This is an optimization exercise on Yosys and OpenROAD, whose aim is small area, not a production implementation.
Function was checked by simulation only, so behaviour that the tests miss may differ from the original.
No activity file was given, so power comes from the tool's default toggle rates.

### flow/run.sh
#!/bin/bash
set -euo pipefail
W=$(pwd)

# Synthesis script: ORFS's synth.tcl with only its ABC call changed
sed 's|^  log_cmd abc {\*}\$abc_args$|  log_cmd abc {*}$lib_args {*}$lib_dont_use_args|' \
    "$FLOW_HOME/scripts/synth.tcl" > own_synth_body.tcl
grep -q '^  log_cmd abc {\*}\$lib_args {\*}\$lib_dont_use_args$' own_synth_body.tcl
sed "s|source \$::env(SCRIPTS_DIR)/synth.tcl|source $W/own_synth_body.tcl|" synth_recipe.tcl > own_synth.tcl
grep -q own_synth_body own_synth.tcl

# The standard synthesis, for its registers, in a folder of its own
sed "s|WORK_HOME=[^ ]*|WORK_HOME=$W/ref|" standard.sh > ref.sh
bash ref.sh synth > synth_ref.log 2>&1

# This flow's synthesis, where the layout continues from
sed "s|SYNTH_SCRIPT=[^ ]*|SYNTH_SCRIPT=$W/own_synth.tcl|" standard.sh > own.sh
grep -q "SYNTH_SCRIPT=$W/own_synth.tcl" own.sh
bash own.sh synth > synth_own.log 2>&1

regs() {
    grep -oE '^\s*sky130_fd_sc_hd__\S*(df|dl)\S*\s+\S+' "$1" | awk '{print $1, $2}' | sort
}
REF=ref/results/$FLOW_PLATFORM/cvu_pair/base/1_2_yosys.v
OWN=orfs/results/$FLOW_PLATFORM/cvu_pair/base/1_2_yosys.v
regs "$REF" > regs_ref.txt
regs "$OWN" > regs_own.txt
if [[ -s regs_ref.txt ]] && cmp -s regs_ref.txt regs_own.txt; then
    echo "registers match the standard synthesis ($(wc -l < regs_own.txt))" > regs_check.log
else
    echo "registers differ from the standard synthesis: using it" > regs_check.log
    rm -rf orfs
fi

# Ports get the smallest buffer; the repair steps size them up where needed
sed 's|"\${@:-finish}"|BUFFER_PORTS_ARGS="-buffer_cell sky130_fd_sc_hd__buf_1" "${@:-finish}"|' standard.sh > layout.sh
grep -q BUFFER_PORTS_ARGS layout.sh
bash layout.sh > layout.log 2>&1
### standard.sh
#!/bin/bash
# synth_recipe.tcl (not shown) runs the flow's synth.tcl, then flattens the netlist and writes it again
# the make line also repeats each setting of config.mk as NAME=value (left out here)
make -C /OpenROAD-flow-scripts/flow DESIGN_CONFIG=/design/flow/config.mk WORK_HOME=/design/flow/orfs CLKGATE_MAP_FILE= SYNTH_SCRIPT=/design/flow/synth_recipe.tcl "${@:-finish}"
### config.mk
export PLATFORM = sky130hd
export DESIGN_NAME = cvu_pair
export DESIGN_NICKNAME = cvu_pair
export VERILOG_FILES = /design/flow/design.v
export SDC_FILE = /design/flow/constraint.sdc
export NUM_CORES = 4
export LEC_CHECK = 0
export CAP_MARGIN = 20
export CORE_MARGIN = 2
export CORE_UTILIZATION = 40
export CTS_BUF_LIST = sky130_fd_sc_hd__clkbuf_16
export CTS_CLUSTER_DIAMETER = 70
export CTS_CLUSTER_SIZE = 24
export PLACE_DENSITY = 0.6
export SLEW_MARGIN = 20
### constraint.sdc
create_clock -name core_clock -period 10.0 [get_ports {clk}]
set_input_delay 2.0000 -clock core_clock [delete_from_list [all_inputs] [get_ports {clk}]]
set_output_delay 2.0000 -clock core_clock [all_outputs]
set_load 0.01 [all_outputs]
### design.v
module cvu_crc (
    input  wire [1:0]  poly,
    input  wire [31:0] val,
    input  wire [31:0] data,
    input  wire [1:0]  nb,
    output wire [31:0] val_out
);
    wire n1 = ~nb[1] & ~nb[0];
    wire n2 = ~nb[1] &  nb[0];
    wire n4 =  nb[1];
    wire [31:0] x = val ^ data;
    wire [31:0] y32 = {n4 ? x[31:24] : n2 ? x[15:8] : x[7:0],
                       n4 ? x[23:16] : {8{n2}} & x[7:0],
                       x[15:0] & {16{n4}}};
    wire [31:0] z32 = n1 ? {8'd0, val[31:8]} : n2 ? {16'd0, val[31:16]} : 32'd0;
    wire [31:0] ta, tc;
    cvu_t32 u_t32 (.y(y32), .ta(ta), .tc(tc));
    wire [31:0] r32 = z32 ^ (poly[0] ? tc : ta);
    wire [15:0] c16 = poly[0] ? {val[7:0], 8'd0} : val[15:0];
    wire [7:0]  h16 = c16[15:8] ^ data[7:0];
    wire [31:0] y16 = {n4 ? (c16 ^ {data[7:0], data[15:8]}) : 16'd0,
                       n4 ? data[23:16] : {8{n2}} & h16,
                       n4 ? data[31:24] : n2 ? (c16[7:0] ^ data[15:8]) : h16};
    wire [15:0] t16;
    wire [7:0]  t8;
    cvu_t16 u_t16 (.y(y16), .t16(t16), .t8(t8));
    wire [15:0] r16 = t16 ^ {c16[7:0] & {8{n1}}, 8'd0};
    assign val_out = poly[1] ? (poly[0] ? {24'd0, t8} : {16'd0, r16}) : r32;
endmodule
module cvu_t32 (
    input  wire [31:0] y,
    output wire [31:0] ta,
    output wire [31:0] tc
);
    wire g0 = y[23] ^ y[2];
    wire g1 = y[0] ^ y[22];
    wire g2 = y[3] ^ y[6];
    wire g3 = y[26] ^ y[7];
    wire g4 = y[25] ^ y[30];
    wire g5 = y[13] ^ y[4];
    wire g6 = y[21] ^ y[24];
    wire g7 = y[11] ^ y[27];
    wire g8 = y[14] ^ y[5];
    wire g9 = y[15] ^ y[31];
    wire g10 = y[28] ^ y[29];
    wire g11 = y[1] ^ y[20];
    wire g12 = y[17] ^ y[8];
    wire g13 = g0 ^ y[16];
    wire g14 = y[10] ^ y[9];
    wire g15 = g4 ^ y[18];
    wire g16 = g1 ^ y[19];
    wire g17 = g6 ^ y[12];
    wire g18 = g2 ^ y[25];
    wire g19 = g3 ^ y[10];
    wire g20 = y[0] ^ y[31];
    wire g21 = g7 ^ y[12];
    wire g22 = g8 ^ g9;
    wire g23 = g12 ^ g5;
    wire g24 = g11 ^ g13;
    wire g25 = y[4] ^ y[7];
    wire g26 = g14 ^ y[18];
    wire g27 = y[2] ^ y[5];
    wire g28 = y[19] ^ y[23];
    wire g29 = y[15] ^ y[9];
    wire g30 = y[26] ^ y[6];
    wire g31 = g2 ^ g3;
    wire g32 = y[1] ^ y[27];
    wire g33 = y[24] ^ y[28];
    wire g34 = y[13] ^ y[7];
    wire g35 = y[14] ^ y[3];
    wire g36 = g3 ^ g8;
    wire g37 = y[16] ^ y[29];
    wire g38 = g10 ^ y[26];
    wire g39 = g0 ^ g11;
    wire g40 = y[11] ^ y[1];
    wire g41 = y[20] ^ y[8];
    wire g42 = g10 ^ g13;
    wire g43 = y[12] ^ y[20];
    wire g44 = g5 ^ y[17];
    wire g45 = g1 ^ g15;
    wire g46 = y[18] ^ y[21];
    wire g47 = g17 ^ y[3];
    wire g48 = g19 ^ g5;
    wire g49 = g20 ^ y[30];
    wire g50 = g10 ^ y[16];
    wire g51 = g16 ^ y[21];
    wire g52 = y[5] ^ y[9];
    wire g53 = g18 ^ g27;
    wire g54 = g26 ^ y[4];
    wire g55 = g21 ^ y[6];
    wire g56 = y[10] ^ y[15];
    wire g57 = y[11] ^ y[12];
    wire g58 = g28 ^ y[22];
    wire g59 = g23 ^ g30;
    wire g60 = g33 ^ g7;
    wire g61 = g12 ^ g8;
    wire g62 = g2 ^ y[17];
    wire g63 = g48 ^ y[14];
    wire g64 = g16 ^ g22;
    wire g65 = g9 ^ y[18];
    wire g66 = y[19] ^ y[22];
    wire g67 = g39 ^ y[29];
    wire g68 = g4 ^ g7;
    wire g69 = g20 ^ y[19];
    wire g70 = g6 ^ y[23];
    wire g71 = g1 ^ y[8];
    wire g72 = g24 ^ g31;
    wire g73 = g0 ^ g32;
    wire g74 = g12 ^ g25;
    wire g75 = g3 ^ y[29];
    wire g76 = g41 ^ y[30];
    wire g77 = g18 ^ g34;
    wire g78 = g21 ^ g52;
    wire g79 = g77 ^ y[28];
    wire g80 = g14 ^ g35;
    wire g81 = y[0] ^ y[13];
    wire g82 = g44 ^ y[30];
    wire g83 = g22 ^ g45;
    wire g84 = g16 ^ g9;
    wire g85 = g36 ^ g5;
    wire g86 = g85 ^ y[9];
    wire g87 = g2 ^ y[8];
    wire g88 = g13 ^ y[20];
    wire g89 = g25 ^ y[6];
    wire g90 = g47 ^ y[10];
    wire g91 = g90 ^ y[5];
    wire g92 = g91 ^ y[7];
    wire g93 = y[0] ^ y[25];
    wire g94 = g40 ^ y[9];
    wire g95 = g36 ^ y[12];
    wire g96 = y[20] ^ y[24];
    wire g97 = g15 ^ g17;
    wire g98 = g15 ^ g63;
    wire g99 = g37 ^ y[31];
    wire g100 = g7 ^ y[28];
    wire g101 = g28 ^ g49;
    wire g102 = g101 ^ y[27];
    wire g103 = g14 ^ g6;
    wire g104 = g14 ^ g30;
    wire g105 = y[17] ^ y[24];
    wire g106 = g24 ^ y[25];
    wire g107 = g34 ^ g55;
    wire g108 = g17 ^ g50;
    wire g109 = y[23] ^ y[6];
    wire g110 = g9 ^ y[1];
    wire g111 = g19 ^ y[27];
    wire g112 = g23 ^ y[22];
    wire g113 = g13 ^ g69;
    wire g114 = g49 ^ y[23];
    wire g115 = g4 ^ g59;
    wire g116 = g43 ^ g46;
    wire g117 = g11 ^ g61;
    wire g118 = g71 ^ g72;
    wire g119 = g118 ^ y[4];
    wire g120 = g52 ^ g6;
    wire g121 = g120 ^ g73;
    wire g122 = g121 ^ g74;
    wire g123 = g122 ^ y[3];
    wire g124 = g33 ^ g53;
    wire g125 = g124 ^ g54;
    wire g126 = g125 ^ g71;
    wire g127 = g14 ^ g18;
    wire g128 = g127 ^ g28;
    wire g129 = g128 ^ g40;
    wire g130 = g129 ^ g75;
    wire g131 = g130 ^ y[4];
    wire g132 = g131 ^ y[5];
    wire g133 = g19 ^ g27;
    wire g134 = g133 ^ g55;
    wire g135 = g134 ^ g76;
    wire g136 = g135 ^ y[24];
    wire g137 = g136 ^ y[4];
    wire g138 = g20 ^ g78;
    wire g139 = g138 ^ g79;
    wire g140 = g139 ^ y[21];
    wire g141 = g140 ^ y[8];
    wire g142 = g42 ^ g43;
    wire g143 = g142 ^ g80;
    wire g144 = g143 ^ g81;
    wire g145 = g35 ^ g40;
    wire g146 = g145 ^ g56;
    wire g147 = g146 ^ g6;
    wire g148 = g147 ^ g82;
    wire g149 = g148 ^ y[29];
    wire g150 = g57 ^ g83;
    wire g151 = g150 ^ y[16];
    wire g152 = g151 ^ y[2];
    wire g153 = g152 ^ y[4];
    wire g154 = g23 ^ g27;
    wire g155 = g154 ^ g43;
    wire g156 = g155 ^ g84;
    wire g157 = g156 ^ y[7];
    wire g158 = g1 ^ g46;
    wire g159 = g158 ^ g86;
    wire g160 = g159 ^ y[2];
    wire g161 = g32 ^ g56;
    wire g162 = g161 ^ g58;
    wire g163 = g162 ^ g8;
    wire g164 = g163 ^ g87;
    wire g165 = g29 ^ g33;
    wire g166 = g165 ^ g88;
    wire g167 = g166 ^ g89;
    wire g168 = g167 ^ y[11];
    wire g169 = g12 ^ g37;
    wire g170 = g169 ^ g92;
    wire g171 = g170 ^ g93;
    wire g172 = g45 ^ g59;
    wire g173 = g172 ^ g94;
    wire g174 = g26 ^ g73;
    wire g175 = g174 ^ g95;
    wire g176 = g175 ^ y[19];
    wire g177 = g176 ^ y[31];
    wire g178 = g48 ^ g58;
    wire g179 = g178 ^ g60;
    wire g180 = g179 ^ y[15];
    wire g181 = g180 ^ y[16];
    wire g182 = g181 ^ y[1];
    wire g183 = g21 ^ g42;
    wire g184 = g183 ^ g61;
    wire g185 = g184 ^ g96;
    wire g186 = g185 ^ y[25];
    wire g187 = g29 ^ g38;
    wire g188 = g187 ^ g62;
    wire g189 = g188 ^ g81;
    wire g190 = g189 ^ g97;
    wire g191 = g16 ^ g32;
    wire g192 = g191 ^ g98;
    wire g193 = g192 ^ g99;
    wire g194 = g100 ^ g25;
    wire g195 = g194 ^ g62;
    wire g196 = g195 ^ g64;
    wire g197 = g196 ^ y[16];
    wire g198 = g197 ^ y[30];
    wire g199 = g1 ^ g27;
    wire g200 = g199 ^ g38;
    wire g201 = g200 ^ g65;
    wire g202 = g201 ^ y[12];
    wire g203 = g202 ^ y[17];
    wire g204 = g203 ^ y[3];
    wire g205 = g66 ^ g75;
    wire g206 = g205 ^ g76;
    wire g207 = g206 ^ y[13];
    wire g208 = g207 ^ y[18];
    wire g209 = g208 ^ y[27];
    wire g210 = g209 ^ y[2];
    wire g211 = g102 ^ g35;
    wire g212 = g211 ^ g41;
    wire g213 = g212 ^ y[21];
    wire g214 = g213 ^ y[28];
    wire g215 = g214 ^ y[9];
    wire g216 = g103 ^ g31;
    wire g217 = g216 ^ g42;
    wire g218 = g217 ^ g9;
    wire g219 = g218 ^ y[8];
    wire g220 = g104 ^ g105;
    wire g221 = g220 ^ g67;
    wire g222 = g221 ^ g68;
    wire g223 = g100 ^ g15;
    wire g224 = g19 ^ g223;
    wire g225 = g224 ^ g47;
    wire g226 = g225 ^ y[2];
    wire g227 = g226 ^ y[31];
    wire g228 = g10 ^ g106;
    wire g229 = g107 ^ g228;
    wire g230 = g229 ^ g69;
    wire g231 = g1 ^ g108;
    wire g232 = g109 ^ g231;
    wire g233 = g232 ^ g82;
    wire g234 = g233 ^ y[14];
    wire g235 = g105 ^ g34;
    wire g236 = g235 ^ g83;
    wire g237 = g236 ^ y[1];
    wire g238 = g237 ^ y[23];
    wire g239 = g238 ^ y[29];
    wire g240 = g15 ^ g25;
    wire g241 = g240 ^ g35;
    wire g242 = g241 ^ g66;
    wire g243 = g242 ^ g9;
    wire g244 = g243 ^ g96;
    wire g245 = g110 ^ g51;
    wire g246 = g245 ^ g53;
    wire g247 = g246 ^ y[7];
    wire g248 = g106 ^ g29;
    wire g249 = g248 ^ g36;
    wire g250 = g249 ^ g60;
    wire g251 = g250 ^ y[4];
    wire g252 = g251 ^ y[6];
    wire g253 = g108 ^ g111;
    wire g254 = g12 ^ g253;
    wire g255 = g254 ^ g53;
    wire g256 = g255 ^ y[15];
    wire g257 = g112 ^ g15;
    wire g258 = g257 ^ g31;
    wire g259 = g258 ^ g50;
    wire g260 = g259 ^ g7;
    wire g261 = g260 ^ y[9];
    wire g262 = g10 ^ g102;
    wire g263 = g12 ^ g262;
    wire g264 = g263 ^ g54;
    wire g265 = g264 ^ g95;
    wire g266 = g113 ^ g98;
    wire g267 = g266 ^ y[29];
    wire g268 = g267 ^ y[8];
    wire g269 = g113 ^ g2;
    wire g270 = g269 ^ g4;
    wire g271 = g270 ^ g74;
    wire g272 = g271 ^ y[28];
    wire g273 = g12 ^ g18;
    wire g274 = g273 ^ g42;
    wire g275 = g274 ^ g65;
    wire g276 = g275 ^ g7;
    wire g277 = g276 ^ y[14];
    wire g278 = g15 ^ g21;
    wire g279 = g278 ^ g62;
    wire g280 = g279 ^ g67;
    wire g281 = g280 ^ g8;
    wire g282 = g281 ^ y[0];
    wire g283 = g282 ^ y[19];
    wire g284 = g11 ^ g17;
    wire g285 = g284 ^ g31;
    wire g286 = g285 ^ g5;
    wire g287 = g286 ^ g65;
    wire g288 = g287 ^ y[19];
    wire g289 = g288 ^ y[28];
    wire g290 = g289 ^ y[2];
    wire g291 = g290 ^ y[30];
    wire g292 = g38 ^ g70;
    wire g293 = g292 ^ g84;
    wire g294 = g293 ^ g87;
    wire g295 = g294 ^ g94;
    wire g296 = g295 ^ y[13];
    wire g297 = g10 ^ g30;
    wire g298 = g297 ^ g56;
    wire g299 = g298 ^ g57;
    wire g300 = g299 ^ y[22];
    wire g301 = g300 ^ y[30];
    wire g302 = g301 ^ y[5];
    wire g303 = g107 ^ g114;
    wire g304 = g303 ^ g37;
    wire g305 = g115 ^ g78;
    wire g306 = g305 ^ g88;
    wire g307 = g306 ^ g9;
    wire g308 = g39 ^ g44;
    wire g309 = g308 ^ g46;
    wire g310 = g309 ^ g57;
    wire g311 = g310 ^ g9;
    wire g312 = g311 ^ g93;
    wire g313 = g312 ^ y[10];
    wire g314 = g313 ^ y[3];
    wire g315 = g116 ^ g29;
    wire g316 = g315 ^ g58;
    wire g317 = g316 ^ g79;
    wire g318 = g317 ^ y[27];
    wire g319 = g16 ^ g41;
    wire g320 = g319 ^ g50;
    wire g321 = g320 ^ g63;
    wire g322 = g321 ^ g70;
    wire g323 = g1 ^ g117;
    wire g324 = g29 ^ g323;
    wire g325 = g324 ^ g68;
    wire g326 = g325 ^ g70;
    wire g327 = g326 ^ y[29];
    wire g328 = g104 ^ g110;
    wire g329 = g13 ^ g328;
    wire g330 = g329 ^ g97;
    wire g331 = g330 ^ y[22];
    wire g332 = g331 ^ y[28];
    wire g333 = g10 ^ g11;
    wire g334 = g14 ^ g2;
    wire g335 = g333 ^ g334;
    wire g336 = g335 ^ g44;
    wire g337 = g336 ^ g64;
    wire g338 = g103 ^ g15;
    wire g339 = g338 ^ g38;
    wire g340 = g339 ^ y[27];
    wire g341 = g38 ^ g66;
    wire g342 = g341 ^ g68;
    wire g343 = g342 ^ y[10];
    wire g344 = g343 ^ y[31];
    wire g345 = g22 ^ g37;
    wire g346 = g345 ^ g4;
    wire g347 = g346 ^ g89;
    wire g348 = g347 ^ y[12];
    wire g349 = g348 ^ y[1];
    wire g350 = g349 ^ y[24];
    wire g351 = g350 ^ y[2];
    wire g352 = g351 ^ y[9];
    wire g353 = g11 ^ g114;
    wire g354 = g23 ^ g353;
    wire g355 = g354 ^ g60;
    wire g356 = g355 ^ g80;
    wire g357 = g109 ^ g111;
    wire g358 = g116 ^ g357;
    wire g359 = g358 ^ g99;
    wire g360 = g115 ^ g24;
    wire g361 = g29 ^ g360;
    wire g362 = g361 ^ g51;
    wire g363 = g362 ^ g8;
    wire g364 = g22 ^ g26;
    wire g365 = g364 ^ g6;
    wire g366 = g365 ^ g72;
    wire g367 = g366 ^ y[17];
    wire g368 = g367 ^ y[22];
    wire g369 = g368 ^ y[27];
    wire g370 = g117 ^ g26;
    wire g371 = g370 ^ g51;
    wire g372 = g371 ^ y[26];
    wire g373 = g372 ^ y[3];
    wire g374 = g39 ^ g51;
    wire g375 = g374 ^ g54;
    wire g376 = g375 ^ g7;
    wire g377 = g376 ^ y[15];
    wire g378 = g377 ^ y[6];
    wire g379 = g16 ^ g24;
    wire g380 = g379 ^ g92;
    wire g381 = g380 ^ y[11];
    wire g382 = g381 ^ y[28];
    wire g383 = g112 ^ g17;
    wire g384 = g18 ^ g383;
    wire g385 = g384 ^ g67;
    wire g386 = g385 ^ y[11];
    wire g387 = g0 ^ g45;
    wire g388 = g387 ^ g47;
    wire g389 = g388 ^ g86;
    wire g390 = g18 ^ g32;
    wire g391 = g390 ^ g5;
    wire g392 = g391 ^ g64;
    wire g393 = g392 ^ y[10];
    wire g394 = g393 ^ y[23];
    wire g395 = g394 ^ y[24];
    wire g396 = g395 ^ y[26];
    wire g397 = g396 ^ y[8];
    assign ta[0] = g119;
    assign ta[1] = g123;
    assign ta[2] = g126;
    assign ta[3] = g132;
    assign ta[4] = g137;
    assign ta[5] = g141;
    assign ta[6] = g144;
    assign ta[7] = g149;
    assign ta[8] = g153;
    assign ta[9] = g157;
    assign ta[10] = g160;
    assign ta[11] = g164;
    assign ta[12] = g168;
    assign ta[13] = g171;
    assign ta[14] = g173;
    assign ta[15] = g177;
    assign ta[16] = g182;
    assign ta[17] = g186;
    assign ta[18] = g190;
    assign ta[19] = g193;
    assign ta[20] = g198;
    assign ta[21] = g204;
    assign ta[22] = g210;
    assign ta[23] = g215;
    assign ta[24] = g219;
    assign ta[25] = g222;
    assign ta[26] = g227;
    assign ta[27] = g230;
    assign ta[28] = g234;
    assign ta[29] = g239;
    assign ta[30] = g244;
    assign ta[31] = g247;
    assign tc[0] = g252;
    assign tc[1] = g256;
    assign tc[2] = g261;
    assign tc[3] = g265;
    assign tc[4] = g268;
    assign tc[5] = g272;
    assign tc[6] = g277;
    assign tc[7] = g283;
    assign tc[8] = g291;
    assign tc[9] = g296;
    assign tc[10] = g302;
    assign tc[11] = g304;
    assign tc[12] = g307;
    assign tc[13] = g314;
    assign tc[14] = g318;
    assign tc[15] = g322;
    assign tc[16] = g327;
    assign tc[17] = g332;
    assign tc[18] = g337;
    assign tc[19] = g340;
    assign tc[20] = g344;
    assign tc[21] = g352;
    assign tc[22] = g356;
    assign tc[23] = g359;
    assign tc[24] = g363;
    assign tc[25] = g369;
    assign tc[26] = g373;
    assign tc[27] = g378;
    assign tc[28] = g382;
    assign tc[29] = g386;
    assign tc[30] = g389;
    assign tc[31] = g397;
endmodule
module cvu_t16 (
    input  wire [31:0] y,
    output wire [15:0] t16,
    output wire [7:0] t8
);
    wire g0 = y[24] ^ y[30];
    wire g1 = y[23] ^ y[29];
    wire g2 = y[22] ^ y[28];
    wire g3 = y[21] ^ y[9];
    wire g4 = y[25] ^ y[31];
    wire g5 = g2 ^ y[19];
    wire g6 = y[4] ^ y[8];
    wire g7 = g0 ^ y[10];
    wire g8 = y[12] ^ y[20];
    wire g9 = g1 ^ g3;
    wire g10 = y[27] ^ y[5];
    wire g11 = g6 ^ y[26];
    wire g12 = g7 ^ y[14];
    wire g13 = y[2] ^ y[6];
    wire g14 = g4 ^ y[11];
    wire g15 = y[15] ^ y[7];
    wire g16 = y[16] ^ y[17];
    wire g17 = g9 ^ y[13];
    wire g18 = y[18] ^ y[26];
    wire g19 = g5 ^ g8;
    wire g20 = g10 ^ y[1];
    wire g21 = g12 ^ g13;
    wire g22 = g14 ^ y[3];
    wire g23 = g11 ^ y[0];
    wire g24 = g17 ^ g8;
    wire g25 = y[13] ^ y[21];
    wire g26 = g1 ^ g15;
    wire g27 = g18 ^ y[10];
    wire g28 = g21 ^ y[11];
    wire g29 = g10 ^ g3;
    wire g30 = y[30] ^ y[6];
    wire g31 = g16 ^ y[1];
    wire g32 = g19 ^ g23;
    wire g33 = g20 ^ g24;
    wire g34 = g22 ^ g26;
    wire g35 = g34 ^ y[14];
    wire g36 = g0 ^ g11;
    wire g37 = g36 ^ y[15];
    wire g38 = y[12] ^ y[23];
    wire g39 = y[16] ^ y[31];
    wire g40 = g16 ^ y[13];
    wire g41 = y[5] ^ y[9];
    wire g42 = g27 ^ y[14];
    wire g43 = g42 ^ y[17];
    wire g44 = g15 ^ g25;
    wire g45 = g12 ^ y[18];
    wire g46 = g29 ^ y[22];
    wire g47 = g30 ^ g5;
    wire g48 = g6 ^ y[0];
    wire g49 = g48 ^ y[18];
    wire g50 = g31 ^ y[25];
    wire g51 = g4 ^ y[20];
    wire g52 = y[17] ^ y[9];
    wire g53 = g20 ^ y[3];
    wire g54 = y[0] ^ y[28];
    wire g55 = g54 ^ y[4];
    wire g56 = g28 ^ g9;
    wire g57 = g32 ^ y[11];
    wire g58 = g57 ^ y[27];
    wire g59 = g33 ^ y[28];
    wire g60 = g2 ^ g21;
    wire g61 = g25 ^ g60;
    wire g62 = g61 ^ y[29];
    wire g63 = g35 ^ y[22];
    wire g64 = g63 ^ y[30];
    wire g65 = g37 ^ g38;
    wire g66 = g39 ^ g65;
    wire g67 = g14 ^ g32;
    wire g68 = g40 ^ g41;
    wire g69 = g67 ^ g68;
    wire g70 = g69 ^ y[24];
    wire g71 = g33 ^ g43;
    wire g72 = g71 ^ y[25];
    wire g73 = g72 ^ y[6];
    wire g74 = g18 ^ g28;
    wire g75 = g44 ^ g5;
    wire g76 = g74 ^ g75;
    wire g77 = g76 ^ y[27];
    wire g78 = g19 ^ g35;
    wire g79 = g78 ^ y[16];
    wire g80 = g79 ^ y[27];
    wire g81 = g80 ^ y[8];
    wire g82 = g16 ^ g24;
    wire g83 = g37 ^ g82;
    wire g84 = g83 ^ y[28];
    wire g85 = g4 ^ g40;
    wire g86 = g45 ^ g46;
    wire g87 = g85 ^ g86;
    wire g88 = g87 ^ y[29];
    wire g89 = g14 ^ g43;
    wire g90 = g47 ^ g89;
    wire g91 = g90 ^ y[15];
    wire g92 = g91 ^ y[23];
    wire g93 = g2 ^ g26;
    wire g94 = g39 ^ g49;
    wire g95 = g93 ^ g94;
    wire g96 = g95 ^ y[24];
    wire g97 = g0 ^ g1;
    wire g98 = g41 ^ g50;
    wire g99 = g97 ^ g98;
    wire g100 = g99 ^ y[19];
    wire g101 = g100 ^ y[8];
    wire g102 = g13 ^ g18;
    wire g103 = g102 ^ g51;
    wire g104 = g103 ^ g52;
    wire g105 = g104 ^ g7;
    wire g106 = g22 ^ g27;
    wire g107 = g106 ^ y[19];
    wire g108 = g107 ^ y[21];
    wire g109 = g108 ^ y[27];
    wire g110 = g109 ^ y[7];
    wire g111 = g15 ^ g22;
    wire g112 = g111 ^ g38;
    wire g113 = g112 ^ g46;
    wire g114 = g113 ^ g7;
    wire g115 = g114 ^ y[0];
    wire g116 = g115 ^ y[8];
    wire g117 = g30 ^ g44;
    wire g118 = g117 ^ g53;
    wire g119 = g118 ^ g55;
    wire g120 = g119 ^ y[16];
    wire g121 = g120 ^ y[26];
    wire g122 = g50 ^ g55;
    wire g123 = g122 ^ g56;
    wire g124 = g123 ^ y[12];
    wire g125 = g124 ^ y[15];
    wire g126 = g125 ^ y[3];
    wire g127 = g17 ^ g23;
    wire g128 = g127 ^ g31;
    wire g129 = g128 ^ y[18];
    wire g130 = g129 ^ y[27];
    wire g131 = g130 ^ y[2];
    wire g132 = g45 ^ g5;
    wire g133 = g132 ^ g52;
    wire g134 = g133 ^ g53;
    wire g135 = g134 ^ y[2];
    wire g136 = g0 ^ g13;
    wire g137 = g136 ^ g19;
    wire g138 = g137 ^ g29;
    wire g139 = g138 ^ g49;
    wire g140 = g139 ^ y[29];
    wire g141 = g140 ^ y[7];
    wire g142 = g17 ^ g47;
    wire g143 = g142 ^ g51;
    wire g144 = g143 ^ y[10];
    wire g145 = g144 ^ y[1];
    wire g146 = g145 ^ y[3];
    wire g147 = g146 ^ y[5];
    wire g148 = g147 ^ y[7];
    wire g149 = g148 ^ y[8];
    wire g150 = g11 ^ g56;
    wire g151 = g150 ^ y[20];
    wire g152 = g151 ^ y[22];
    wire g153 = g152 ^ y[31];
    wire g154 = g153 ^ y[7];
    assign t16[0] = g58;
    assign t16[1] = g59;
    assign t16[2] = g62;
    assign t16[3] = g64;
    assign t16[4] = g66;
    assign t16[5] = g70;
    assign t16[6] = g73;
    assign t16[7] = g77;
    assign t16[8] = g81;
    assign t16[9] = g84;
    assign t16[10] = g88;
    assign t16[11] = g92;
    assign t16[12] = g96;
    assign t16[13] = g101;
    assign t16[14] = g105;
    assign t16[15] = g110;
    assign t8[0] = g116;
    assign t8[1] = g121;
    assign t8[2] = g126;
    assign t8[3] = g131;
    assign t8[4] = g135;
    assign t8[5] = g141;
    assign t8[6] = g149;
    assign t8[7] = g154;
endmodule
module cvu (
    input  wire        clk,
    input  wire        rst,
    input  wire        me,
    input  wire        e_ctrl, e_val, e_res, e_tx, e_rx, e_last, e_sync, e_exp, e_rej, e_stat,
    input  wire [31:0] wd,           
    input  wire [31:0] val_new,
    input  wire [31:0] res_new,
    input  wire [15:0] tx_new,
    input  wire [15:0] last_new,
    input  wire [31:0] exp_new,
    input  wire [31:0] rej_new,
    input  wire [2:0]  stat_new,
    output reg  [1:0]  poly,
    output reg         aen,
    output reg         mode,
    output reg  [3:0]  win,
    output reg         sync,
    output reg  [31:0] val,
    output reg  [31:0] res,
    output reg  [15:0] tx,
    output reg  [15:0] rx,
    output reg  [15:0] last,
    output reg  [31:0] expv,
    output reg  [2:0]  stat,
    output reg  [31:0] rej,
    output reg         done
);
    always @(posedge clk) begin
        if (rst | (me & e_ctrl)) begin
            poly <= wd[1:0];
            aen  <= wd[2];
            mode <= wd[3];
            win  <= {wd[7], wd[6] | rst, wd[5:4]};
        end
        if (rst | (me & e_ctrl))
            sync <= wd[8];
        else if (me & e_sync)
            sync <= 1'b0;
        if (rst | (me & e_val))  val  <= val_new;
        if (rst | (me & e_res))  res  <= res_new;
        if (rst | (me & e_stat)) stat <= stat_new;
        if (rst | (me & e_tx))   tx   <= tx_new;
        if (rst | (me & e_rx))   rx   <= wd[15:0];
        if (rst | (me & e_last)) last <= last_new;
        if (rst | (me & e_exp))  expv <= exp_new;
        if (rst | (me & e_rej))  rej  <= rej_new;
        done <= ~rst & me & e_res;
    end
endmodule
module cvu_pair (
    input  wire        clk,
    input  wire        rst,
    input  wire        sel,
    input  wire        we,
    input  wire [6:0]  addr,
    input  wire [31:0] wdata,
    output reg  [31:0] rdata,
    output wire [1:0]  done
);
    localparam W_CTRL   = 6'h00;
    localparam W_CMD    = 6'h01;
    localparam W_VAL    = 6'h02;
    localparam W_RESULT = 6'h03;
    localparam W_TX     = 6'h04;
    localparam W_RX     = 6'h05;
    localparam W_LAST   = 6'h06;
    localparam W_EXPECT = 6'h07;
    localparam W_STAT   = 6'h08;
    localparam W_REJ    = 6'h09;
    localparam W_DATA1  = 6'h0C;
    localparam W_DATA2  = 6'h0D;
    localparam W_DATA4  = 6'h0E;
    wire [5:0] widx = addr[5:0];
    wire       u    = addr[6];
    wire       wr   = sel & we;
    wire [1:0]  poly0, poly1;
    wire        aen0, aen1, mode0, mode1, sync0, sync1;
    wire [3:0]  win0, win1;
    wire [31:0] val0, val1, res0, res1, exp0, exp1, rej0, rej1;
    wire [15:0] tx0, tx1, rx0, rx1, last0, last1;
    wire [2:0]  stat0, stat1;
    wire [1:0]  poly_s = u ? poly1 : poly0;
    wire        aen_s  = u ? aen1  : aen0;
    wire        mode_s = u ? mode1 : mode0;
    wire        sync_s = u ? sync1 : sync0;
    wire [3:0]  win_s  = u ? win1  : win0;
    wire [31:0] val_s  = u ? val1  : val0;
    wire [31:0] res_s  = u ? res1  : res0;
    wire [31:0] exp_s  = u ? exp1  : exp0;
    wire [31:0] rej_s  = u ? rej1  : rej0;
    wire [15:0] tx_s   = u ? tx1   : tx0;
    wire [15:0] rx_s   = u ? rx1   : rx0;
    wire [15:0] last_s = u ? last1 : last0;
    wire [2:0]  stat_s = u ? stat1 : stat0;
    wire w16 = ~poly_s[1] | ~poly_s[0];    
    wire w32 = ~poly_s[1];                 
    wire [31:0] mask = {{16{w32}}, {8{w16}}, 8'hFF};
    wire i_ctrl = widx == W_CTRL;
    wire i_cmd  = widx == W_CMD;
    wire i_val  = widx == W_VAL;
    wire i_tx   = widx == W_TX;
    wire i_rx   = widx == W_RX;
    wire i_last = widx == W_LAST;
    wire i_exp  = widx == W_EXPECT;
    wire i_d1   = widx == W_DATA1;
    wire i_d2   = widx == W_DATA2;
    wire i_d4   = widx == W_DATA4;
    wire i_data = i_d1 | i_d2 | i_d4;
    wire start  = i_cmd & wdata[0];
    wire finish = i_cmd & wdata[1];
    wire clrrej = i_cmd & wdata[2];
    wire [15:0] alive_s = mode_s ? rx_s : tx_s;
    wire [31:0] fold_in = i_data ? val_s : 32'hFFFF_FFFF;
    wire [31:0] fold_d  = i_data ? wdata : {16'd0, alive_s};
    wire [1:0]  fold_n  = i_data ? {i_d4, i_d2} : 2'b01;
    wire [31:0] folded;
    cvu_crc u_crc (.poly(poly_s), .val(fold_in), .data(fold_d), .nb(fold_n), .val_out(folded));
    wire [31:0] val_new = rst ? 32'd0 :
                          i_val ? (wdata & mask) :
                          (i_cmd & ~aen_s) ? mask : folded;
    wire [31:0] xorout  = {{16{w32}}, {8{w32}}, {8{w32 | poly_s[0]}}};
    wire [31:0] res_new = rst ? 32'd0 : (val_s ^ xorout) & mask;
    wire [31:0] diff    = res_new ^ exp_s;
    wire        crc_bad = (|diff[7:0]) | (w16 & |diff[15:8]) | (w32 & |diff[31:16]);
    wire [15:0] d       = rx_s - last_s;
    wire [3:0]  win     = (win_s == 4'd0) ? 4'd1 : win_s;
    wire        in_win  = (d[15:4] == 12'd0) && (d[3:0] != 4'd0) && (d[3:0] <= win);
    wire        alive_bad = aen_s & ~sync_s & ~in_win;
    wire        pass    = ~crc_bad & ~alive_bad;
    wire [2:0]  stat_new = (rst | ~mode_s) ? 3'd0 : {alive_bad, crc_bad, pass};
    wire [15:0] tx_new   = rst ? 16'd0 : i_tx ? wdata[15:0] : tx_s + 16'd1;
    wire [15:0] last_new = rst ? 16'd0 : i_last ? wdata[15:0] : rx_s;
    wire [31:0] rej_new  = (rst | clrrej) ? 32'd0 : rej_s + 32'd1;
    wire        rej_max  = &rej_s;
    wire [31:0] wd_g     = rst ? 32'd0 : wdata;
    wire [31:0] exp_new  = wd_g & mask;
    wire e_ctrl = wr & i_ctrl;
    wire e_val  = wr & (i_val | i_data | start);
    wire e_res  = wr & finish;
    wire e_tx   = wr & (i_tx | (finish & ~mode_s & aen_s));
    wire e_rx   = wr & i_rx;
    wire e_last = wr & (i_last | (finish & mode_s & pass & aen_s));
    wire e_sync = wr & finish & mode_s & pass & aen_s;
    wire e_exp  = wr & i_exp;
    wire e_rej  = wr & (clrrej | (finish & mode_s & ~pass & ~rej_max));
    cvu u_cvu2 (
        .clk(clk), .rst(rst), .me(~u),
        .e_ctrl(e_ctrl), .e_val(e_val), .e_res(e_res), .e_tx(e_tx), .e_rx(e_rx),
        .e_last(e_last), .e_sync(e_sync), .e_exp(e_exp), .e_rej(e_rej), .e_stat(e_res),
        .wd(wd_g), .val_new(val_new), .res_new(res_new), .tx_new(tx_new),
        .last_new(last_new), .exp_new(exp_new), .rej_new(rej_new), .stat_new(stat_new),
        .poly(poly0), .aen(aen0), .mode(mode0), .win(win0), .sync(sync0),
        .val(val0), .res(res0), .tx(tx0), .rx(rx0), .last(last0), .expv(exp0),
        .stat(stat0), .rej(rej0), .done(done[0])
    );
    cvu u_cvu3 (
        .clk(clk), .rst(rst), .me(u),
        .e_ctrl(e_ctrl), .e_val(e_val), .e_res(e_res), .e_tx(e_tx), .e_rx(e_rx),
        .e_last(e_last), .e_sync(e_sync), .e_exp(e_exp), .e_rej(e_rej), .e_stat(e_res),
        .wd(wd_g), .val_new(val_new), .res_new(res_new), .tx_new(tx_new),
        .last_new(last_new), .exp_new(exp_new), .rej_new(rej_new), .stat_new(stat_new),
        .poly(poly1), .aen(aen1), .mode(mode1), .win(win1), .sync(sync1),
        .val(val1), .res(res1), .tx(tx1), .rx(rx1), .last(last1), .expv(exp1),
        .stat(stat1), .rej(rej1), .done(done[1])
    );
    reg [31:0] rd_raw;
    always @* begin
        case (widx)
            W_CTRL:   rd_raw = {23'd0, sync_s, win_s, mode_s, aen_s, poly_s};
            W_VAL:    rd_raw = val_s;
            W_RESULT: rd_raw = res_s;
            W_TX:     rd_raw = {16'd0, tx_s};
            W_RX:     rd_raw = {16'd0, rx_s};
            W_LAST:   rd_raw = {16'd0, last_s};
            W_EXPECT: rd_raw = exp_s;
            W_STAT:   rd_raw = {29'd0, stat_s};
            W_REJ:    rd_raw = rej_s;
            default:  rd_raw = 32'd0;
        endcase
        rdata = rd_raw & (mask | ~{32{i_val | (widx == W_RESULT) | i_exp}});
    end
endmodule
==> qor.txt, run 1 <==
status -> complete, no violations
setup tns final -> 0 ps
EDFF count, synth -> 376
antenna cells -> 0
complex-gate fraction of the synthesized area -> 13.62%
antenna-violating nets left -> 0
Slew Viols, Final -> 0
Post-Synth Adder-Cell Area -> 1.132%
fraction of layout cells with a size suffix above 1 -> 6.262%
Worst VDD drop -> 142.6 uV
mux share of post-synthesis cell area -> 8.958%
# resized after CTS -> 0
critical-path cell list -> clkbuf_4 -> buf_4 -> mux2i_1 -> nand2_1 -> mux2i_1 -> a22oi_1 -> o21ai_1 -> buf_4 -> xor2_1 -> xnor2_1 -> xor2_1 -> xnor2_1 -> xnor2_1 -> xnor2_1 -> a21oi_1 -> xnor2_1 -> nor2_1 -> o21ai_0 -> a21oi_1
clock root cell -> clkbuf_16
cts hold-fix bufs -> 0
Yosys top cell area share -> 45.21%
pre-CTS worst setup slack -> 1269 ps
drt wl/cell -> 28.69 um
starting density of the core -> 40.47%
clock-pin transition on the worst setup and hold timing paths -> 80 ps
routability cong. -> 1.024
Avg Vias per Cell -> 6.124
Clock Tree Buf Depth -> 3
hpwl dp -> 73040 um
Cells after Synth -> 2356
pin count of the biggest net entering global routing -> 72
RSZ-0062 raised after global routing -> false
dominant cells by area after synthesis -> edfxtp_1, xnor2_1, mux2i_1
Simple-Gate Fraction of Synth Area -> 9.299%
CP peak stage delay -> 860 ps
Setup Skew -> 52.99 ps
syn_nets -> 2421
fraction of registers with async set/reset -> 0%
CTS buffer count -> 25
crit path max fanout -> 27
Die Wd -> 253.9 um
cell accounting for the most synthesized area -> edfxtp_1
Seq cells post-synth -> 378
first-pass GRT wire length -> 140400 um
Power Density -> 225.6 nW/um2
slowest stage cell, crit path -> mux2i_1
period utilization -> 81.46%
largest family of logic cells by synthesized area -> XOR/XNOR gates
P&R area growth vs syn -> 12.38%
die height -> 253.9 um
critical path startpoint category -> primary input
Most used DFF post-synth -> edfxtp_1
grt ovf -> 0
gr usage total -> 29.85%
TritonCTS Sinks -> 378
Distinct cells, synth -> 55
initial antenna violation count -> 3
Detailed Route WL -> 97790 um
Initial DRT Pass Iterations -> 6
H-tree levels -> 1
Leak Pwr -> 9.843 nW
Hold Fails Final Rpt -> 0
Top Ports -> 77
Post-CTS Setup Inserts -> 0
vias -> 20870
Clock Latency Late Sink -> 620 ps
Critical Path Sink Type -> flip-flop
Die Footprint -> 64450 um2
Port Buffer Count -> 76
Detailed Route Iter0 Violations -> 2906
Residual DRC -> 0
Final setup viols -> 0
PnR worst setup slack -> 1854 ps
Final #Nets -> 2621
vias in the first global route -> 20080
Slew @ Worst Pin -> 1196 ps
Yosys Warn Count -> 2
register area share after synthesis -> 45.37%
Final Critical Period -> 8146 ps
CP Data Arrival Time -> 8480 ps
Max-Cap Viols -> 0
worst hold path type -> flip-flop to flip-flop
Avg Inst Size Synth -> 10.60 um2
Commonest cells post-synth -> xnor2_1, edfxtp_1, nor2_1
Cell Rows -> 91
top-count cell post-synth -> xnor2_1
TritonCTS clock tree -> yes
cell repeated most along the worst path -> xnor2_1
maximum clock rate -> 0.1228 GHz
Placeable Area -> 61710 um2
WP data required -> 10330 ps
critical path class -> primary input to flip-flop
Post-Synthesis Cell Area -> 24970 um2
Slew HR -> 20.26%
Synth Area in XOR/XNOR -> 20.83%
where the power goes:
part           internal (mW)  switching [mW]  total [mW]
registers               1.98          0.0461        2.03
clock network          0.518           0.618        1.14
logic                   1.23            1.94        3.17
total                   3.72            2.61        6.33
worst paths after layout:
check / start / to / slack, ps / depth (start not counted)
worst max register to register: u_cvu3.rx[1] / u_cvu3.rej[21] / 3470 / 23
worst min register to register: u_cvu2.rej[29] / u_cvu2.rej[29] / 780 / 2
worst max-delay path: addr[6] / u_cvu3.val[9] / 1850 / 19
worst min-delay path: u_cvu2.rej[29] / u_cvu2.rej[29] / 780 / 2
kinds of logic (layout without fill, tap and decap cells):
logic type	after synthesis	count (layout)
AOI/OAI and AO/OA	567	567
xor gates and xnor gates	594	594
adders and majority gates	22	22
buffers and inverters	50	265
DFF	378	378
muxes	216	216
and+or+nand+nor	529	529
stage by stage:
step                hold slack, ps  std cells  power [mW]  cell area (um2)  util (%)
floorplan                    693.5       2356       4.202            24970         -
global placement             745.1       3366       5.129            27180     44.05
detailed placement           759.5       3366       5.135            27200     44.07
CTS                          772.8       3408       6.256            28060     45.47
global route                 817.3       3408       6.569            28060     45.47
finish                       777.0       3408       6.332            28060     45.47
layout make-up:
| class | count | area, um2 |
|---|---|---|
| Fill cell | 5920 | 33650 |
| Clock inverter | 17 | 237.7 |
| Multi-Input combinational cell | 1928 | 13600 |
| Sequential cell | 378 | 11330 |
| Tap cell | 837 | 1047 |
| Inverter | 48 | 180.2 |
| Clock buffer | 25 | 625.6 |
| Timing Repair Buffer | 175 | 1046 |
critical path: cells and delay by family:
family / cells / cell delay (ps)
xor+xnor: 7 / 2460
simple gates: 2 / 330
mux: 2 / 1570
buf+inv: 3 / 1240
compound gates: 5 / 790
routing by layer:
metal | GRT usage (%) | vias up | routed length, um
li1 | - | 9068 | -
met3 | 5.746 | 273 | 10170
met5 | 0 | - | 39
met4 | 12.92 | 6 | 4845
met2 | 46.50 | 1268 | 43310
met1 | 40.44 | 10260 | 39420
registers in the layout, summed over array words and instances (netlist names), 4 cells and up:
name         cells
u_cvu2.expv     32
u_cvu2.last     16
u_cvu2.rej      32
u_cvu2.res      32
u_cvu2.rx       16
u_cvu2.tx       16
u_cvu2.val      32
u_cvu2.win       4
u_cvu3.expv     32
u_cvu3.last     16
u_cvu3.rej      32
u_cvu3.res      32
u_cvu3.rx       16
u_cvu3.tx       16
u_cvu3.val      32
u_cvu3.win       4
layout by cell type (no fill, tap or decap), types with 6 or more instances in the layout:
master     count
a211oi_1      32
a21boi_0      13
a21oi_1      171
a22o_1         7
a22oi_1       35
a31oi_1        8
and2_0        11
and3_1        23
buf_1         74
buf_4         98
clkbuf_16     25
clkinv_1      48
clkinv_8       6
edfxtp_1     376
ha_1          21
mux2_1        60
mux2i_1      152
nand2_1      166
nand2b_1       7
nand3_1       17
nand4_1        6
nor2_1       211
nor2b_1       11
nor3_1        30
nor4_1        13
o211ai_1      10
o21ai_0      156
o21ai_1        8
o221ai_1       9
o22a_1        11
o22ai_1       60
or2_0          8
or3_1          7
xnor2_1      427
xor2_1       166
==> run 2: changes to the inputs <==
--- a/config.mk
+++ b/config.mk
@@ -11,5 +11,5 @@
 export CTS_BUF_LIST = sky130_fd_sc_hd__clkbuf_16
 export CTS_CLUSTER_DIAMETER = 70
 export CTS_CLUSTER_SIZE = 24
-export PLACE_DENSITY = 0.6
+export PLACE_DENSITY = 0.75
 export SLEW_MARGIN = 20
==> run 2 against run 1 <==
  * Clock power fell by 13%
  * Clock skew fell by 1.5 ps
  * Die area did not move
  * Still clean on timing, DRC and antenna
  * Via count rose by 0.69%
  * Synthesized cell count did not move
==> qor.txt, run 2 <==
worst hold path type -> flip-flop to flip-flop
Distinct cells, synth -> 55
critical path startpoint category -> primary input
met3 routed WL -> 11890 um
critical path class -> primary input to flip-flop
Clock power frac -> 16.0%
# resized after CTS -> 0
crit path max fanout -> 98
internal power -> 3.625 mW
Hold Fails Final Rpt -> 0
Setup Skew -> 51.51 ps
Final setup viols -> 0
grt ovf -> 0
Met1 Routed Length -> 35060 um
r2r worst-path depth -> 19
gr usage total -> 28.10%
antenna-violating nets left -> 0
Worst VDD drop -> 111.9 uV
Critical Path Sink Type -> flip-flop
H-tree levels -> 1
Clock Tree Buf Depth -> 3
drt wl/cell -> 27.20 um
clock root cell -> clkbuf_16
FILL cells -> 5843
register area share after synthesis -> 45.37%
commonest non-fill, non-tap cell in the layout -> xnor2_1
Slew Viols, Final -> 0
Slew @ Worst Pin -> 1161 ps
cell accounting for the most synthesized area -> edfxtp_1
period utilization -> 78.92%
Max-Cap Viols -> 0
Seq cells post-synth -> 378
Placeable Area -> 61710 um2
total power -> 6.170 mW
syn_nets -> 2421
Post-Synthesis Cell Area -> 24970 um2
Commonest cells post-synth -> xnor2_1, edfxtp_1, nor2_1
Switch Pwr -> 2.544 mW
Residual DRC -> 0
end of the critical path -> u_cvu2.rej[20]
met2 wire length -> 39870 um
Port Buffer Count -> 76
Yosys top cell area share -> 45.21%
Sequential Power Share -> 32.8%
Most used DFF post-synth -> edfxtp_1
fraction of layout cells with a size suffix above 1 -> 5.612%
hpwl dp -> 68190 um
initial antenna violation count -> 4
Die Wd -> 253.9 um
worst r2r src -> u_cvu3.mode
Final #Nets -> 2615
WP data required -> 10220 ps
TritonCTS Sinks -> 378
commonest non-fill, non-tap cells in the layout -> xnor2_1, edfxtp_1, nor2_1, a21oi_1, nand2_1
Cell Rows -> 91
vias in the first global route -> 19460
design area -> 27860 um2
Avg Vias per Cell -> 6.173
Slew HR -> 22.62%
starting density of the core -> 40.47%
Top Ports -> 77
RSZ-0062 raised after global routing -> false
Placed Area -> 27160 um2
Detailed Route Iter0 Violations -> 3493
EDFF count, synth -> 376
Avg Inst Size Synth -> 10.60 um2
min-delay src -> u_cvu2.rej[18]
CTS buffer count -> 22
Power Density -> 221.5 nW/um2
RR Endpoint -> u_cvu3.val[11]
uppermost layer routed -> met5
Final Critical Period -> 7892 ps
pin count of the biggest net entering global routing -> 99
clock-pin transition on the worst setup and hold timing paths -> 90 ps
die height -> 253.9 um
Sw Share -> 41.24%
first-pass GRT wire length -> 133100 um
TritonCTS clock tree -> yes
Leak Pwr -> 9.777 nW
status -> complete, no violations
combinational power share -> 51.1%
Cells after Synth -> 2356
reg-to-reg slack, setup -> 3770 ps
critical path startpoint -> addr[6]
routability cong. -> 1.041
Yosys Warn Count -> 2
Initial DRT Pass Iterations -> 10
top-count cell post-synth -> xnor2_1
CP Data Arrival Time -> 8110 ps
maximum clock rate -> 0.1267 GHz
P&R area growth vs syn -> 11.56%
Detailed Route WL -> 92600 um
Min-Delay Path Depth -> 2
cts hold-fix bufs -> 0
fraction of registers with async set/reset -> 0%
Clock Latency Late Sink -> 600 ps
dominant cells by area after synthesis -> edfxtp_1, xnor2_1, mux2i_1
setup tns final -> 0 ps
Post-CTS Setup Inserts -> 0
vias -> 21010
Die Footprint -> 64450 um2
-- run 2: area by class of cell --
type	instances	area [um2]	share of cell area, %
antenna	1	2.502	0.008982
clock buffer	22	550.5	1.976
inverter	48	180.2	0.6467
timing repair buffer	172	1036	3.719
multi-input combinational	1928	13570	48.70
clock inverter	18	143.9	0.5165
sequential	378	11330	40.67
tap	837	1047	3.759
-- run 2: cell families (layout without fill, tap and decap cells) --
kind of cell               Yosys count  in the layout  share of synthesized area, %
muxes                              216            216                         8.958
AOI/OAI and AO/OA                  567            567                         13.62
xor gates and xnor gates           594            594                         20.83
adders and majority gates           22             22                         1.132
DFF                                378            378                         45.37
other                                0              1                             0
buffers and inverters               50            260                        0.7816
and+or+nand+nor                    529            529                         9.299
-- run 2: worst max-delay path, stage by stage --
cell and delay, ps:
clkbuf_4 210, buf_12 510, mux2i_1 530, clkinv_1 150
ha_1 360, o21ai_0 130, a21boi_0 290, o21ai_0 150
a21boi_0 240, o21ai_0 160, a21oi_1 200, o21ai_0 120
a21boi_0 250, o21ai_0 130, a21boi_0 250, o21ai_0 130
a21boi_0 250, o21ai_0 150, a21o_1 200, a31oi_1 400
nand2b_1 280, a22oi_1 190, o31ai_4 220, buf_4 440
-- run 2: metal layers --
metal,up-vias,global-route usage [%]
met1,9934,37.08
met2,1658,42.62
met5,-,0
li1,9070,-
met3,348,7.006
met4,4,14.61
-- run 2: how the worst min path moves through the flow --
stage | to | slack [ps]
detailed placement | u_cvu2.rej[18] | 800
CTS | u_cvu3.rej[18] | 810
global route | u_cvu3.rej[18] | 860
global placement | u_cvu2.rej[29] | 760
floorplan | u_cvu2.rej[4] | 690
finish | u_cvu3.rej[18] | 820
-- run 2: metrics by stage --
stage	utilization [%]	std cells	setup slack, ps	hold WS, ps
floorplan	-	2356	1727	693.5
global placement	44.01	3363	1784	758.1
detailed placement	44.01	3363	1718	801.6
CTS	45.14	3403	2289	814.8
global route	45.14	3403	1519	859.9
finish	45.14	3404	2108	818.0
-- run 2: power by group through the flow --
stage	Combinational (mW)	Sequential [mW]	Clock, mW
CTS	3.05	2.02	0.986
finish	3.16	2.03	0.989
global placement	3.04	2.05	0
floorplan	2.16	2.05	0
global route	3.31	2.04	1.03
detailed placement	3.03	2.06	0
==> run 3: changes to the inputs <==
--- a/config.mk
+++ b/config.mk
@@ -9,7 +9,7 @@
 export CORE_MARGIN = 2
 export CORE_UTILIZATION = 40
 export CTS_BUF_LIST = sky130_fd_sc_hd__clkbuf_16
-export CTS_CLUSTER_DIAMETER = 70
-export CTS_CLUSTER_SIZE = 24
+export CTS_CLUSTER_DIAMETER = 76
+export CTS_CLUSTER_SIZE = 26
 export PLACE_DENSITY = 0.75
 export SLEW_MARGIN = 20
==> run 3 against run 2 <==
  * Synthesized area stayed put
  * Sequential share of layout area hardly changed
  * Clock skew is 0.90 ps higher
  * Via count is 0.27% higher
  * Wire length is 0.27% lower
  * Final cell count hardly changed
  * Combinational power hardly changed
  * Critical path type unchanged
  * Critical endpoint is now u_cvu2.rej[19]
==> qor.txt, run 3 <==
status -> complete, no violations
Final setup viols -> 0
vias -> 21070
min-delay src -> u_cvu2.rej[18]
period utilization -> 78.91%
Critical Path Sink Type -> flip-flop
Clock Latency Late Sink -> 580 ps
commonest non-fill, non-tap cells in the layout -> xnor2_1, edfxtp_1, nor2_1, a21oi_1, nand2_1
Final Critical Period -> 7891 ps
Hold EP -> u_cvu3.rej[18]
Slew Viols, Final -> 0
crit path max fanout -> 98
gr usage total -> 28.13%
starting density of the core -> 40.47%
TritonCTS clock tree -> yes
maximum clock rate -> 0.1267 GHz
Worst VDD drop -> 109.1 uV
initial antenna violation count -> 6
pin count of the biggest net entering global routing -> 99
Power Density -> 220.5 nW/um2
clock-pin transition on the worst setup and hold timing paths -> 90 ps
cts hold-fix bufs -> 0
Seq cells post-synth -> 378
Cell Rows -> 91
routability cong. -> 1.041
Detailed Route Iter0 Violations -> 3737
dominant cells by area after synthesis -> edfxtp_1, xnor2_1, mux2i_1
Crit path buffers/inverters -> 4
setup tns final -> 0 ps
clock root cell -> clkbuf_16
PnR worst setup slack -> 2109 ps
CP delay by family, top -> compound AO/OA/AOI/OAI gates
# resized after CTS -> 0
CP peak stage delay -> 510 ps
Slew @ Worst Pin -> 1177 ps
total power -> 6.137 mW
Most used DFF post-synth -> edfxtp_1
worst hold path type -> flip-flop to flip-flop
slowest stage cell, crit path -> mux2i_1
r2r worst-path depth -> 19
EDFF count, synth -> 376
cell repeated most along the worst path -> o21ai_0
Residual DRC -> 0
Avg Vias per Cell -> 6.193
syn_nets -> 2421
Min-Delay Path Depth -> 2
Yosys Warn Count -> 2
pre-CTS worst setup slack -> 1718 ps
Avg Inst Size Synth -> 10.60 um2
fraction of registers with async set/reset -> 0%
Slew HR -> 21.52%
hpwl dp -> 68190 um
TritonCTS Sinks -> 378
antenna-violating nets left -> 0
Yosys top cell area share -> 45.21%
Setup Skew -> 52.41 ps
first-pass GRT wire length -> 133200 um
Port Buffer Count -> 76
cell accounting for the most synthesized area -> edfxtp_1
Top Ports -> 77
RR Endpoint -> u_cvu2.val[11]
Max-Cap Viols -> 0
register area share after synthesis -> 45.37%
CTS buffer count -> 21
Detailed Route WL -> 92350 um
reg-to-reg slack, setup -> 3660 ps
RSZ-0062 raised after global routing -> false
Distinct cells, synth -> 55
CP Data Arrival Time -> 8100 ps
die height -> 253.9 um
Post-CTS Setup Inserts -> 0
Hold Fails Final Rpt -> 0
critical-path cell list -> clkbuf_4 -> buf_12 -> mux2i_1 -> clkinv_1 -> ha_1 -> o21ai_0 -> a21boi_0 -> o21ai_0 -> a21boi_0 -> o21ai_0 -> a21oi_1 -> o21ai_0 -> a21boi_0 -> o21ai_0 -> a21boi_0 -> o21ai_0 -> a21boi_0 -> o21ai_0 -> a21o_1 -> a31oi_1 -> nand2b_1 -> a22oi_1 -> o31ai_4 -> buf_4
top-count cell post-synth -> xnor2_1
Die Wd -> 253.9 um
Clock Tree Buf Depth -> 3
vias in the first global route -> 19390
drt wl/cell -> 27.14 um
Die Footprint -> 64450 um2
H-tree levels -> 1
Placeable Area -> 61710 um2
Leak Pwr -> 9.747 nW
Cells after Synth -> 2356
WP data required -> 10210 ps
critical path class -> primary input to flip-flop
Initial DRT Pass Iterations -> 6
Util after Layout -> 45.11%
commonest non-fill, non-tap cell in the layout -> xnor2_1
worst r2r src -> u_cvu3.mode
critical path startpoint category -> primary input
Commonest cells post-synth -> xnor2_1, edfxtp_1, nor2_1
P&R area growth vs syn -> 11.47%
grt ovf -> 0
Final #Nets -> 2614
Post-Synthesis Cell Area -> 24970 um2
fraction of layout cells with a size suffix above 1 -> 5.577%
-- run 3: stage by stage --
step	hold slack, ps	cell area, um2	cells
6_report	810.3	27840	3402
5_1_grt	860.6	27840	3401
4_1_cts	815.3	27830	3401
3_5_place_dp	801.6	27160	3363
3_3_place_gp	758.1	27160	3363
2_1_floorplan	693.5	24970	2356
-- run 3: where the power goes --
group          internal, mW  total (mW)  switching (mW)
clock network         0.407       0.964           0.557
registers              1.98        2.03          0.0462
logic                  1.22        3.15            1.93
total                  3.61        6.14            2.53
-- run 3: tightest hold or removal path, stage by stage (launching register included) --
cell	delay, ps
edfxtp_1	320
mux2_1	220
a21oi_1	110
-- run 3: cell families (layout without fill, tap and decap cells) --
kind of cell | after synthesis | after routing | share of synthesized area (%)
DFF | 378 | 378 | 45.37
adders and majority gates | 22 | 22 | 1.132
buffers and inverters | 50 | 258 | 0.7816
xor gates and xnor gates | 594 | 594 | 20.83
other | 0 | 1 | 0
and+or+nand+nor | 529 | 529 | 9.299
AOI/OAI and AO/OA | 567 | 567 | 13.62
muxes | 216 | 216 | 8.958
-- run 3: cell type report --
cell class	count	area, um2
clock inverters	17	147.6
multi-input cells	1928	13570
well taps	837	1047
inverters	48	180.2
clock buffers	21	525.5
flip-flops and latches	378	11330
fillers	5836	33870
repair buffers	172	1036
diodes	1	2.502
-- run 3: how the worst max path moves through the flow --
stage             from              to  slack, ps  cells after the start
3_5_place_dp   addr[6]  u_cvu2.rej[20]       1720                     25
2_1_floorplan  addr[6]   u_cvu2.rej[0]       1730                     22
3_3_place_gp   addr[3]   u_cvu2.val[0]       1780                     20
6_report       addr[6]  u_cvu2.rej[19]       2110                     24
4_1_cts        addr[6]  u_cvu2.rej[19]       2260                     25
5_1_grt        addr[6]  u_cvu2.rej[18]       1550                     25
-- run 3: layer usage --
| layer | global-route usage [%] | up-vias | routed length, um |
|---|---|---|---|
| li1 | - | 9077 | - |
| met1 | 37.66 | 9983 | 34800 |
| met2 | 42.93 | 1673 | 39900 |
| met3 | 6.248 | 331 | 12040 |
| met4 | 13.93 | 6 | 5572 |
| met5 | 0 | - | 39 |

-- static timing again, ports no longer ideal --
The flow's constraints put no driver on any port. The routed layouts listed below were extracted and timed again, unchanged, in two steps.
Step 1, drivers: a clkbuf_16 drives clk and a buf_2 each remaining input, both assumed.
Step 2 adds t to the input delays and takes it off the output delays; t is the mean of the earliest and latest rising clock arrival at the registers after step 1. Input paths then give back, and output paths get back, about the clock's delay inside the block.
Three values: ideal ports, drivers, drivers and shift; two values: the first two.
run | t (ns) | slack for setup (ns) | hold slack, ns | worst data-port slew with drivers (ns) | cell pins on the clock port's net
run 1 | 0.643 | 1.854 / 1.877 / 1.235 | 0.777 / 0.777 / 0.777 | 0.06 | 1
run 2 | 0.627 | 2.108 / 2.137 / 1.510 | 0.818 / 0.818 / 0.818 | 0.07 | 1
run 3 | 0.614 | 2.109 / 2.138 / 1.524 | 0.810 / 0.810 / 0.810 | 0.07 | 1
After both steps every run listed still meets setup and hold. The setup slack of run 1, which loses most, moves by +0.023 ns with the drivers and by -0.619 ns with both steps.
